Source: an optimization exercise on an open RTL-to-GDS flow (aim: small area, a short achievable clock period and few clock cycles). Production flows keep margins and buffers that such runs may drop. RTL that was checked went through simulation tests only; none was proved equivalent to the original.

Setup of 12-02:
==> flow/design.v <==
module cv_unit (
    input  wire        clk,
    input  wire        rst,       
    input  wire        we,
    input  wire [2:0]  waddr,
    input  wire [63:0] wdata,
    input  wire [2:0]  raddr,
    output reg  [63:0] rdata,
    output wire        busy
);
    localparam A_CFG    = 3'd0;
    localparam A_POLY   = 3'd1;
    localparam A_INIT   = 3'd2;
    localparam A_VALUE  = 3'd3;
    localparam A_DATA   = 3'd4;
    localparam A_CMD    = 3'd5;
    localparam A_RESULT = 3'd6;
    reg  [5:0]  sh;                     
    wire [6:0]  width = 7'd64 - {1'b0, sh};
    reg         refin, refout, invert;
    reg  [63:0] poly, init, value;
    reg  [3:0]  nbytes;
    reg  [63:0] dbuf;
    reg  [3:0]  pend;
    reg  [31:1] q;
    reg         qbad;                   
    wire        qok = !qbad;
    wire [63:0] mask = {64{1'b1}} >> sh;
    reg  [63:0] vrev, prev;
    integer j;
    always @* begin
        for (j = 0; j < 64; j = j + 1) begin
            vrev[j] = value[63 - j];
            prev[j] = poly[63 - j];
        end
    end
    wire [63:0] vref = vrev >> sh;    
    wire [63:0] pref = prev >> sh;    
    reg  [31:0] qn;
    integer a, u, kk;
    always @* begin
        qn = 32'd1;
        for (kk = 1; kk < 32; kk = kk * 2)
            for (a = kk; a < 2 * kk; a = a + 1) begin
                qn[a] = pref[a - 1];
                for (u = 2; u <= a; u = u + 2)
                    qn[a] = qn[a] ^ (qn[u / 2] & ((u == a) ? 1'b1 : pref[a - u - 1]));
            end
    end
    function [2:0] t_cm2(input [1:0] a, input [1:0] b);
        integer i;
        begin
            t_cm2 = 3'd0;
            for (i = 0; i < 2; i = i + 1)
                t_cm2 = t_cm2 ^ ({3{a[i]}} & ({1'd0, b} << i));
        end
    endfunction
    function [1:0] t_lh2(input [1:0] a, input [1:0] b);
        integer i;
        begin
            t_lh2 = 2'd0;
            for (i = 0; i < 2; i = i + 1)
                t_lh2 = t_lh2 ^ ({2{a[i]}} & (b << i));
        end
    endfunction
    function [6:0] t_cm4(input [3:0] a, input [3:0] b);
        integer i;
        begin
            t_cm4 = 7'd0;
            for (i = 0; i < 4; i = i + 1)
                t_cm4 = t_cm4 ^ ({7{a[i]}} & ({3'd0, b} << i));
        end
    endfunction
    function [3:0] t_lh4(input [3:0] a, input [3:0] b);
        integer i;
        begin
            t_lh4 = 4'd0;
            for (i = 0; i < 4; i = i + 1)
                t_lh4 = t_lh4 ^ ({4{a[i]}} & (b << i));
        end
    endfunction
    function [14:0] t_cm8(input [7:0] a, input [7:0] b);
        integer i;
        begin
            t_cm8 = 15'd0;
            for (i = 0; i < 8; i = i + 1)
                t_cm8 = t_cm8 ^ ({15{a[i]}} & ({7'd0, b} << i));
        end
    endfunction
    function [7:0] t_lh8(input [7:0] a, input [7:0] b);
        integer i;
        begin
            t_lh8 = 8'd0;
            for (i = 0; i < 8; i = i + 1)
                t_lh8 = t_lh8 ^ ({8{a[i]}} & (b << i));
        end
    endfunction
    function [30:0] t_cm16(input [15:0] a, input [15:0] b);
        integer i;
        begin
            t_cm16 = 31'd0;
            for (i = 0; i < 16; i = i + 1)
                t_cm16 = t_cm16 ^ ({31{a[i]}} & ({15'd0, b} << i));
        end
    endfunction
    function [15:0] t_lh16(input [15:0] a, input [15:0] b);
        integer i;
        begin
            t_lh16 = 16'd0;
            for (i = 0; i < 16; i = i + 1)
                t_lh16 = t_lh16 ^ ({16{a[i]}} & (b << i));
        end
    endfunction
    function [62:0] t_cm32(input [31:0] a, input [31:0] b);
        integer i;
        begin
            t_cm32 = 63'd0;
            for (i = 0; i < 32; i = i + 1)
                t_cm32 = t_cm32 ^ ({63{a[i]}} & ({31'd0, b} << i));
        end
    endfunction
    function [31:0] t_lh32(input [31:0] a, input [31:0] b);
        integer i;
        begin
            t_lh32 = 32'd0;
            for (i = 0; i < 32; i = i + 1)
                t_lh32 = t_lh32 ^ ({32{a[i]}} & (b << i));
        end
    endfunction
    function [2:0] p_cm2(input [1:0] a, input [1:0] b);
        integer i;
        begin
            p_cm2 = 3'd0;
            for (i = 0; i < 2; i = i + 1)
                p_cm2 = p_cm2 ^ ({3{a[i]}} & ({1'd0, b} << i));
        end
    endfunction
    function [1:0] p_lh2(input [1:0] a, input [1:0] b);
        integer i;
        begin
            p_lh2 = 2'd0;
            for (i = 0; i < 2; i = i + 1)
                p_lh2 = p_lh2 ^ ({2{a[i]}} & (b << i));
        end
    endfunction
    function [6:0] p_cm4(input [3:0] a, input [3:0] b);
        integer i;
        begin
            p_cm4 = 7'd0;
            for (i = 0; i < 4; i = i + 1)
                p_cm4 = p_cm4 ^ ({7{a[i]}} & ({3'd0, b} << i));
        end
    endfunction
    function [3:0] p_lh4(input [3:0] a, input [3:0] b);
        integer i;
        begin
            p_lh4 = 4'd0;
            for (i = 0; i < 4; i = i + 1)
                p_lh4 = p_lh4 ^ ({4{a[i]}} & (b << i));
        end
    endfunction
    function [14:0] p_cm8(input [7:0] a, input [7:0] b);
        integer i;
        begin
            p_cm8 = 15'd0;
            for (i = 0; i < 8; i = i + 1)
                p_cm8 = p_cm8 ^ ({15{a[i]}} & ({7'd0, b} << i));
        end
    endfunction
    function [7:0] p_lh8(input [7:0] a, input [7:0] b);
        integer i;
        begin
            p_lh8 = 8'd0;
            for (i = 0; i < 8; i = i + 1)
                p_lh8 = p_lh8 ^ ({8{a[i]}} & (b << i));
        end
    endfunction
    function [30:0] p_cm16(input [15:0] a, input [15:0] b);
        reg [14:0] lo, hi, mid;
        begin
            lo  = p_cm8(a[7:0], b[7:0]);
            hi  = p_cm8(a[15:8], b[15:8]);
            mid = p_cm8(a[7:0] ^ a[15:8], b[7:0] ^ b[15:8]) ^ lo ^ hi;
            p_cm16 = {16'd0, lo} ^ ({16'd0, mid} << 8) ^ ({16'd0, hi} << 16);
        end
    endfunction
    function [15:0] p_lh16(input [15:0] a, input [15:0] b);
        begin
            p_lh16 = {1'b0, p_cm8(a[7:0], b[7:0])} ^
                   ({p_lh8(a[7:0], b[15:8]) ^ p_lh8(a[15:8], b[7:0]), 8'd0});
        end
    endfunction
    function [62:0] p_cm32(input [31:0] a, input [31:0] b);
        reg [30:0] lo, hi, mid;
        begin
            lo  = p_cm16(a[15:0], b[15:0]);
            hi  = p_cm16(a[31:16], b[31:16]);
            mid = p_cm16(a[15:0] ^ a[31:16], b[15:0] ^ b[31:16]) ^ lo ^ hi;
            p_cm32 = {32'd0, lo} ^ ({32'd0, mid} << 16) ^ ({32'd0, hi} << 32);
        end
    endfunction
    function [31:0] p_lh32(input [31:0] a, input [31:0] b);
        begin
            p_lh32 = {1'b0, p_cm16(a[15:0], b[15:0])} ^
                   ({p_lh16(a[15:0], b[31:16]) ^ p_lh16(a[31:16], b[15:0]), 16'd0});
        end
    endfunction
    wire        from_buf = (pend != 4'd0);
    wire [3:0]  cnt   = from_buf ? pend : nbytes;
    wire [2:0]  nch   = (cnt > 4'd4) ? 3'd4 : cnt[2:0];    
    reg  [63:0] wfeed;
    integer f;
    always @*
        for (f = 0; f < 64; f = f + 1)
            wfeed[f] = refin ? wdata[8*(f/8) + (f%8)] : wdata[8*(f/8) + 7 - (f%8)];
    wire [31:0] feed  = from_buf ? dbuf[31:0] : wfeed[31:0];
    reg  [31:0] s, t, tr;
    integer i, k;
    always @* begin
        for (i = 0; i < 32; i = i + 1)
            s[i] = vref[i] ^ feed[i];
        t = t_lh32({q, 1'b1}, s);
        tr = 32'd0;
        case (nch)
            3'd1: for (k = 0; k < 8;  k = k + 1) tr[k] = t[7 - k];
            3'd2: for (k = 0; k < 16; k = k + 1) tr[k] = t[15 - k];
            3'd3: for (k = 0; k < 24; k = k + 1) tr[k] = t[23 - k];
            default: for (k = 0; k < 32; k = k + 1) tr[k] = t[31 - k];
        endcase
    end
    reg  [63:0] vsh, prod;
    always @* begin
        case (nch)
            3'd1:    vsh = value << 8;
            3'd2:    vsh = value << 16;
            3'd3:    vsh = value << 24;
            default: vsh = value << 32;
        endcase
        prod = {1'b0, p_cm32(tr, poly[31:0])} ^ {p_lh32(tr, poly[63:32]), 32'd0};
    end
    wire        vfold = !rst && qok && (from_buf || (we && waddr == A_DATA));
    reg  [63:0] vother;
    always @* begin
        vother = value;
        if (rst)
            vother = 64'd0;
        else if (!from_buf && we) begin
            if (waddr == A_VALUE)
                vother = wdata;
            else if (waddr == A_CMD && wdata[31])
                vother = init;
        end
    end
    wire [63:0] vkeep = mask & {64{vfold}};
    always @(posedge clk)
        value <= ((vsh ^ prod) & vkeep) | (vother & ~{64{vfold}});
    wire [63:0] result = (refout ? vref : (value & mask)) ^ (invert ? mask : 64'd0);
    always @(posedge clk) begin
        if (rst) begin
            sh     <= 6'd32;
            refin  <= 1'b0;
            refout <= 1'b0;
            invert <= 1'b0;
            poly   <= 64'd0;
            init   <= 64'd0;
            nbytes <= 4'd8;
            pend   <= 4'd0;
            qbad   <= 1'b1;
        end else begin
            if (qbad) begin
                q    <= qn[31:1];
                qbad <= 1'b0;
            end
            if (pend != 4'd0) begin
                if (qok) begin
                    dbuf[31:0]  <= dbuf[63:32];
                    pend        <= (pend > 4'd4) ? pend - 4'd4 : 4'd0;
                end
            end else if (we) begin
                case (waddr)
                    A_CFG: begin
                        invert <= wdata[13];
                        refout <= wdata[12];
                        refin  <= wdata[11];
                        if (wdata[6:0] >= 7'd8 && wdata[6:0] <= 7'd64)
                            sh <= 6'd0 - wdata[5:0];
                        qbad <= 1'b1;
                    end
                    A_POLY: begin
                        poly <= wdata;
                        qbad <= 1'b1;
                    end
                    A_INIT:  init  <= wdata;
                    A_DATA: begin
                        if (qok) begin
                            dbuf[31:0] <= wfeed[63:32];
                            pend       <= (nbytes > 4'd4) ? nbytes - 4'd4 : 4'd0;
                        end else begin
                            dbuf <= wfeed;
                            pend <= nbytes;
                        end
                    end
                    A_CMD: begin
                        if (wdata[3:0] >= 4'd1 && wdata[3:0] <= 4'd8)
                            nbytes <= wdata[3:0];
                    end
                    default: ;
                endcase
            end
        end
    end
    assign busy = (pend != 4'd0);
    always @* begin
        case (raddr)
            A_CFG:    rdata = {32'd0, 1'b0, busy, 1'b0, 15'd0, invert, refout, refin, 4'd0, width};
            A_POLY:   rdata = poly;
            A_INIT:   rdata = init;
            A_VALUE:  rdata = value;
            A_CMD:    rdata = {60'd0, nbytes};
            A_RESULT: rdata = result;
            default:  rdata = 64'd0;
        endcase
    end
endmodule
Settings: LEC_CHECK=0, CAP_MARGIN=20, CORE_MARGIN=2, CORE_UTILIZATION=30, PLACE_DENSITY=0.45, SLEW_MARGIN=20, TNS_END_PERCENT=100; clock period 16.0 ns.
standard.sh (not shown) runs the stock make flow with config.mk's settings and CLKGATE_MAP_FILE= SYNTH_SCRIPT=/design/flow/synth_recipe.tcl, a recipe that flattens the netlist after the stock synthesis.
==> flow/flow/run.sh <==
#!/bin/bash
set -euo pipefail
bash standard.sh SETUP_SLACK_MARGIN=7 MATCH_CELL_FOOTPRINT=0 finish > make_finish.log 2>&1
Testbench counts of 12-02, summed over its fixed seeds: cycles 7,307.
## Diff of input files: 01-03 against 12-02
--- a/flow/design.v
+++ b/flow/design.v
@@ -157,25 +157,24 @@
             p_lh4 = 4'd0;
             for (i = 0; i < 4; i = i + 1)
                 p_lh4 = p_lh4 ^ ({4{a[i]}} & (b << i));
         end
     endfunction
     function [14:0] p_cm8(input [7:0] a, input [7:0] b);
-        integer i;
+        reg [6:0] lo, hi, mid;
         begin
-            p_cm8 = 15'd0;
-            for (i = 0; i < 8; i = i + 1)
-                p_cm8 = p_cm8 ^ ({15{a[i]}} & ({7'd0, b} << i));
+            lo  = p_cm4(a[3:0], b[3:0]);
+            hi  = p_cm4(a[7:4], b[7:4]);
+            mid = p_cm4(a[3:0] ^ a[7:4], b[3:0] ^ b[7:4]) ^ lo ^ hi;
+            p_cm8 = {8'd0, lo} ^ ({8'd0, mid} << 4) ^ ({8'd0, hi} << 8);
         end
     endfunction
     function [7:0] p_lh8(input [7:0] a, input [7:0] b);
-        integer i;
         begin
-            p_lh8 = 8'd0;
-            for (i = 0; i < 8; i = i + 1)
-                p_lh8 = p_lh8 ^ ({8{a[i]}} & (b << i));
+            p_lh8 = {1'b0, p_cm4(a[3:0], b[3:0])} ^
+                   ({p_lh4(a[3:0], b[7:4]) ^ p_lh4(a[7:4], b[3:0]), 4'd0});
         end
     endfunction
     function [30:0] p_cm16(input [15:0] a, input [15:0] b);
         reg [14:0] lo, hi, mid;
         begin
             lo  = p_cm8(a[7:0], b[7:0]);
==> comparison <==
12-02 vs 01-03, critical-path cell with the highest stage delay: nor2_1 vs mux2i_1. Number of endpoints failing setup at the final stage across 01-03 and 12-02: no real change. Taking 12-02 as the reference point, the final critical-path share of the clock period of 01-03 rises by 0.16 points. Summary: area of the mapped netlist, 01-03 better than 12-02. Destination of the critical timing path = rdata[7]: 12-02; destination of the critical timing path = rdata[24]: 01-03. Per the comparison of 01-03 with 12-02, post-layout instance count excluding filler cells dropped 0.34%; clock-buffer cell count dropped about 10%.
Only the layout flow was run in 01-03; the RTL was not checked for function there.

* * *

## the reference run
cv_unit, a different RTL version from the one above (not shown whole).
Size: roughly 7,900 cells after synthesis, ~310 flip-flops, about 58,000 um^2 of cells after synthesis.
==> flow/design.v (excerpt) <==
module cv_unit (
    input  wire        clk,
    input  wire        rst,       
    input  wire        we,
    input  wire [2:0]  waddr,
    input  wire [63:0] wdata,
    input  wire [2:0]  raddr,
    output reg  [63:0] rdata,
    output wire        busy
);
    localparam A_CFG    = 3'd0;
    localparam A_POLY   = 3'd1;
    localparam A_INIT   = 3'd2;
    localparam A_VALUE  = 3'd3;
    localparam A_DATA   = 3'd4;
    localparam A_CMD    = 3'd5;
    localparam A_RESULT = 3'd6;
    reg  [5:0]  sh;                     
    wire [6:0]  width = 7'd64 - {1'b0, sh};
    reg         refin, refout, invert;
    reg  [63:0] poly, init, value;
    reg  [3:0]  nbytes;
    reg  [63:0] dbuf;
    reg  [3:0]  pend;
    reg  [31:1] q;
    reg         qbad;                   
    wire        qok = !qbad;
    wire [63:0] mask = {64{1'b1}} >> sh;
    reg  [63:0] vrev, prev;
    integer j;
    always @* begin
        for (j = 0; j < 64; j = j + 1) begin
            vrev[j] = value[63 - j];
  ...
Settings: LEC_CHECK=0, CAP_MARGIN=20, CORE_MARGIN=2, CORE_UTILIZATION=30, PLACE_DENSITY=0.45, SLEW_MARGIN=20, TNS_END_PERCENT=100; clock period 16.0 ns.
Scripts as last shown in full above: flow/flow/run.sh
The reference run went all the way through the flow, and no timing, DRC or antenna check failed.
Edits applied to the flow inputs when going from the reference run to the trial run:
-- flow/design.v --
<<< the reference run, line 113
    endfunction
    function [62:0] t_cm32(input [31:0] a, input [31:0] b);
        integer i;
        begin
            t_cm32 = 63'd0;
            for (i = 0; i < 32; i = i + 1)
                t_cm32 = t_cm32 ^ ({63{a[i]}} & ({31'd0, b} << i));
        end
    endfunction
    function [31:0] t_lh32(input [31:0] a, input [31:0] b);
        integer i;
        begin
            t_lh32 = 32'd0;
            for (i = 0; i < 32; i = i + 1)
                t_lh32 = t_lh32 ^ ({32{a[i]}} & (b << i));
        end
    endfunction
>>> the trial run, line 113
    endfunction
    function [62:0] t_cm32(input [31:0] a, input [31:0] b);
        reg [30:0] lo, hi, mid;
        begin
            lo  = t_cm16(a[15:0], b[15:0]);
            hi  = t_cm16(a[31:16], b[31:16]);
            mid = t_cm16(a[15:0] ^ a[31:16], b[15:0] ^ b[31:16]) ^ lo ^ hi;
            t_cm32 = {32'd0, lo} ^ ({32'd0, mid} << 16) ^ ({32'd0, hi} << 32);
        end
    endfunction
    function [31:0] t_lh32(input [31:0] a, input [31:0] b);
        begin
            t_lh32 = {1'b0, t_cm16(a[15:0], b[15:0])} ^
                   ({t_lh16(a[15:0], b[31:16]) ^ t_lh16(a[31:16], b[15:0]), 16'd0});
        end
    endfunction
<<< the reference run, line 177
    endfunction
    function [30:0] p_cm16(input [15:0] a, input [15:0] b);
        integer i;
        begin
            p_cm16 = 31'd0;
            for (i = 0; i < 16; i = i + 1)
                p_cm16 = p_cm16 ^ ({31{a[i]}} & ({15'd0, b} << i));
        end
    endfunction
    function [15:0] p_lh16(input [15:0] a, input [15:0] b);
        integer i;
        begin
            p_lh16 = 16'd0;
            for (i = 0; i < 16; i = i + 1)
                p_lh16 = p_lh16 ^ ({16{a[i]}} & (b << i));
        end
    endfunction
>>> the trial run, line 176
    endfunction
    function [30:0] p_cm16(input [15:0] a, input [15:0] b);
        reg [14:0] lo, hi, mid;
        begin
            lo  = p_cm8(a[7:0], b[7:0]);
            hi  = p_cm8(a[15:8], b[15:8]);
            mid = p_cm8(a[7:0] ^ a[15:8], b[7:0] ^ b[15:8]) ^ lo ^ hi;
            p_cm16 = {16'd0, lo} ^ ({16'd0, mid} << 8) ^ ({16'd0, hi} << 16);
        end
    endfunction
    function [15:0] p_lh16(input [15:0] a, input [15:0] b);
        begin
            p_lh16 = {1'b0, p_cm8(a[7:0], b[7:0])} ^
                   ({p_lh8(a[7:0], b[15:8]) ^ p_lh8(a[15:8], b[7:0]), 8'd0});
        end
    endfunction
Both conditions hold for the trial run: the flow ran to the end and the final layout passed the timing, design-rule and antenna checks.
Compared the trial run vs the reference run, and highest cell delay on the worst timing path is up in the trial run.
Area after synthesis on the trial run is ahead of the reference run.
Measured against each other, the trial run and the reference run differ in register fraction of the total cell area, the higher figure coming from the trial run.
Sort the trial run and the reference run by count of antenna diodes in the layout, ascending, and the trial run comes first.
Compared with the reference run, design area in the trial run decreased by a few percent.
Function was not checked in any run of this note: the RTL went through the layout flow alone.

[port drivers added, routing unchanged]
How much do the figures lean on ideal ports? The routed layouts below were timed once more, with nothing changed but the port constraints.
Step 1 assumes that a clkbuf_16 drives the clock port and a buf_2 every other input.
Step 2 times the ports against the registers' clock, not the clock port: input delays grow and output delays shrink by t, the midpoint of the rising clock arrivals with the driver on.
a / b / c = ideal ports / drivers / drivers and shift; a / b = the first two.
run	t (ns)	setup WS [ns]	worst setup path at the end
12-02	0.722	6.772 / 6.706 / 6.321	input to register
01-03	0.732	6.746 / 6.673 / 6.285	input to register
the reference run	0.728	6.865 / 6.831 / 6.251	input to register
the trial run	0.756	6.767 / 6.679 / 6.239	input to register
After both steps setup and hold are still met in every run listed. The setup slack of the reference run, which loses most, moves by -0.034 ns with the drivers and by -0.614 ns with both steps.
